This is an optimization exercise on Yosys and OpenROAD, whose aim is small area, a short achievable clock period and few clock cycles per item, not a production implementation.
The RTL was checked by simulation tests, not by an equivalence proof against the original design.

==> flow/design.v (excerpt) <==
module ldg_chain (
    input  wire         clk,
    input  wire         rst,         
    input  wire         in_valid,
    output wire         in_ready,
    input  wire [1:0]   in_op,       
    input  wire [143:0] in_data,     
    output wire         out_valid,
    input  wire         out_ready,
    output wire [255:0] out_entry    
);
clock: 10.0 ns
lec_check: 0
cap_margin: 20
core_margin: 2
core_utilization: 55
cts_buf_list: sky130_fd_sc_hd__clkbuf_16
cts_cluster_diameter: 80
cts_cluster_size: 20
place_density: 0.65
slew_margin: 20
setup_slack_margin: 5.5
standard.sh (not shown) runs the stock make flow with config.mk's settings and CLKGATE_MAP_FILE= SYNTH_SCRIPT=/design/flow/synth_recipe.tcl, a recipe that flattens the netlist after the stock synthesis.
==> flow/flow/run.sh <==
#!/bin/bash
# Own layout flow: the standard flow (standard.sh: unchanged synthesis and
# steps, the design's clock and constraints), with two changes to how the
# layout is made:
#  - the port buffers that global placement inserts on every input and output
#    are the smallest plain buffer (buf_1) instead of the one buffer_ports
#    picks by itself (clkdlybuf4s50_1, 2.7 times the area);
#  - the timing repair aims for more setup slack than config.mk may ask for
#    (SETUP_SLACK_MARGIN), so that it sizes the round logic for a shorter
#    period. The clock period and the SDC are not changed.
# make's full output goes to flow_make.log in the work folder; each ORFS step
# also writes its own log under orfs/logs/.
set -euo pipefail
export BUFFER_PORTS_ARGS="-buffer_cell sky130_fd_sc_hd__buf_1"
margin=$(cat flow/margin.txt)
if grep -q '^export SETUP_SLACK_MARGIN' config.mk; then
  sed -i "s/^export SETUP_SLACK_MARGIN.*/export SETUP_SLACK_MARGIN = $margin/" config.mk
else
  echo "export SETUP_SLACK_MARGIN = $margin" >> config.mk
fi
cp config.mk config_used.mk
bash standard.sh finish > flow_make.log 2>&1
test -f out/final.def
==> flow/flow/margin.txt <==
5.5
The baseline finished clean.
Testbench counts at the start, summed over its fixed seeds: cycles 24,720, items 384.
Then changed:
==> flow/flow/margin.txt (replaced) <==
5
Settings changed: SETUP_SLACK_MARGIN 5.5 to 5.
The new run finished with timing, DRC and antenna clean.
Non-clock buffer count falls by 74.
Core utilization falls by 3.1 points.
Routed wire length rises by 3.4%.
Synthesized area is unchanged.
Worst setup slack got worse by 190 ps.
Synthesized cell count does not change.
Then changed:
==> flow/flow/margin.txt (replaced) <==
5.6
Settings changed: SETUP_SLACK_MARGIN 5 to 5.6.
Result:
- The changed run passed the timing, DRC and antenna checks
- flip-flop and latch count does not change
- non-clock buffer count climbs by 106
- hold slack gains 3.3 ps
- clock-buffer cell count drops by 2
- synthesized cell count is unchanged
- worst setup slack gains 260 ps
- critical path depth climbs by 11

========
Starting RTL as in the previous note.
==> flow/design.v (excerpt) <==
module ldg_chain (
    input  wire         clk,
    input  wire         rst,         
    input  wire         in_valid,
    output wire         in_ready,
    input  wire [1:0]   in_op,       
    input  wire [143:0] in_data,     
    output wire         out_valid,
    input  wire         out_ready,
    output wire [255:0] out_entry    
);
    localparam [1:0] OP_APPEND  = 2'd0;
    localparam [1:0] OP_WORN    = 2'd1;
    localparam [1:0] OP_GENESIS = 2'd2;
    localparam [31:0] IV0 = 32'h6a09e667, IV1 = 32'hbb67ae85, IV2 = 32'h3c6ef372,
                      IV3 = 32'ha54ff53a, IV4 = 32'h510e527f, IV5 = 32'h9b05688c,
                      IV6 = 32'h1f83d9ab, IV7 = 32'h5be0cd19;
    function [31:0] rotr(input [31:0] x, input integer n);
        rotr = (x >> n) | (x << (32 - n));
    endfunction
    function [31:0] add_bk(input [31:0] x, input [31:0] y);
        reg [31:0] gg, pp;
        integer k, s;
        begin
            gg = x & y;
            pp = x ^ y;
            for (s = 1; s < 32; s = s * 2)
                for (k = 2*s - 1; k < 32; k = k + 2*s) begin
                    gg[k] = gg[k] | (pp[k] & gg[k-s]);
                    pp[k] = pp[k] & pp[k-s];
                end
            for (s = 8; s >= 1; s = s / 2)
                for (k = 3*s - 1; k < 32; k = k + 2*s) begin
                    gg[k] = gg[k] | (pp[k] & gg[k-s]);
                    pp[k] = pp[k] & pp[k-s];
                end
  ...
Settings: LEC_CHECK=0, CAP_MARGIN=20, CORE_MARGIN=2, CORE_UTILIZATION=55, CTS_BUF_LIST=sky130_fd_sc_hd__clkbuf_16, CTS_CLUSTER_DIAMETER=80, CTS_CLUSTER_SIZE=20, PLACE_DENSITY=0.65, SLEW_MARGIN=20, SETUP_SLACK_MARGIN=5.3; clock period 10.0 ns.
==> flow/flow/margin.txt <==
5.3
Scripts as last shown in full above: flow/flow/run.sh
Testbench counts at the start, summed over its fixed seeds: cycles 24,720, items 384.
==> next run, changes <==
==> flow/flow/margin.txt (replaced) <==
5.15
SETUP_SLACK_MARGIN = 5.15   (was 5.3)
Result: The changed run produced a clean layout; design area decreases slightly; setup slack loses 0.054 ns; count of clock-buffer cells in the layout increases by 2.
==> next run, changes <==
==> flow/flow/margin.txt (replaced) <==
5.45
SETUP_SLACK_MARGIN = 5.45   (was 5.15)
Area after synthesis is unchanged.
Design area increases by a few percent.
Setup slack gets better by 0.17 ns.
Die area stays the same.

-- what the ideal ports hide --
The flow's constraints put no driver on any port. The routed layouts listed below were extracted and timed again, unchanged, in two steps. Step 1 assumes that a clkbuf_16 drives the clock port and a buf_2 every other input. Step 2 adds t to the input delays and takes it off the output delays; t is the mean of the earliest and latest rising clock arrival at the registers after step 1. Input paths then give back, and output paths get back, about the clock's delay inside the block. a / b / c = ideal / step 1 / step 2; a / b = the first two.
run | t (ns) | setup slack, ns | cell pins on the clock port's net
the first run of note 1 | 0.724 | 5.268 / 5.268 / 4.761 | 1
the second run of note 1 | 0.709 | 5.082 / 5.008 / 4.523 | 1
the third run of note 1 | 0.730 | 5.344 / 5.344 / 4.950 | 1
the first run of note 2 | 0.708 | 5.238 / 5.238 / 4.722 | 1
the second run of note 2 | 0.712 | 5.185 / 5.119 / 4.524 | 1
the third run of note 2 | 0.730 | 5.353 / 5.353 / 4.815 | 1
After both steps setup and hold are still met in every run listed. The setup slack of the second run of note 2, which loses most, moves by -0.066 ns with the drivers and by -0.661 ns with both steps.
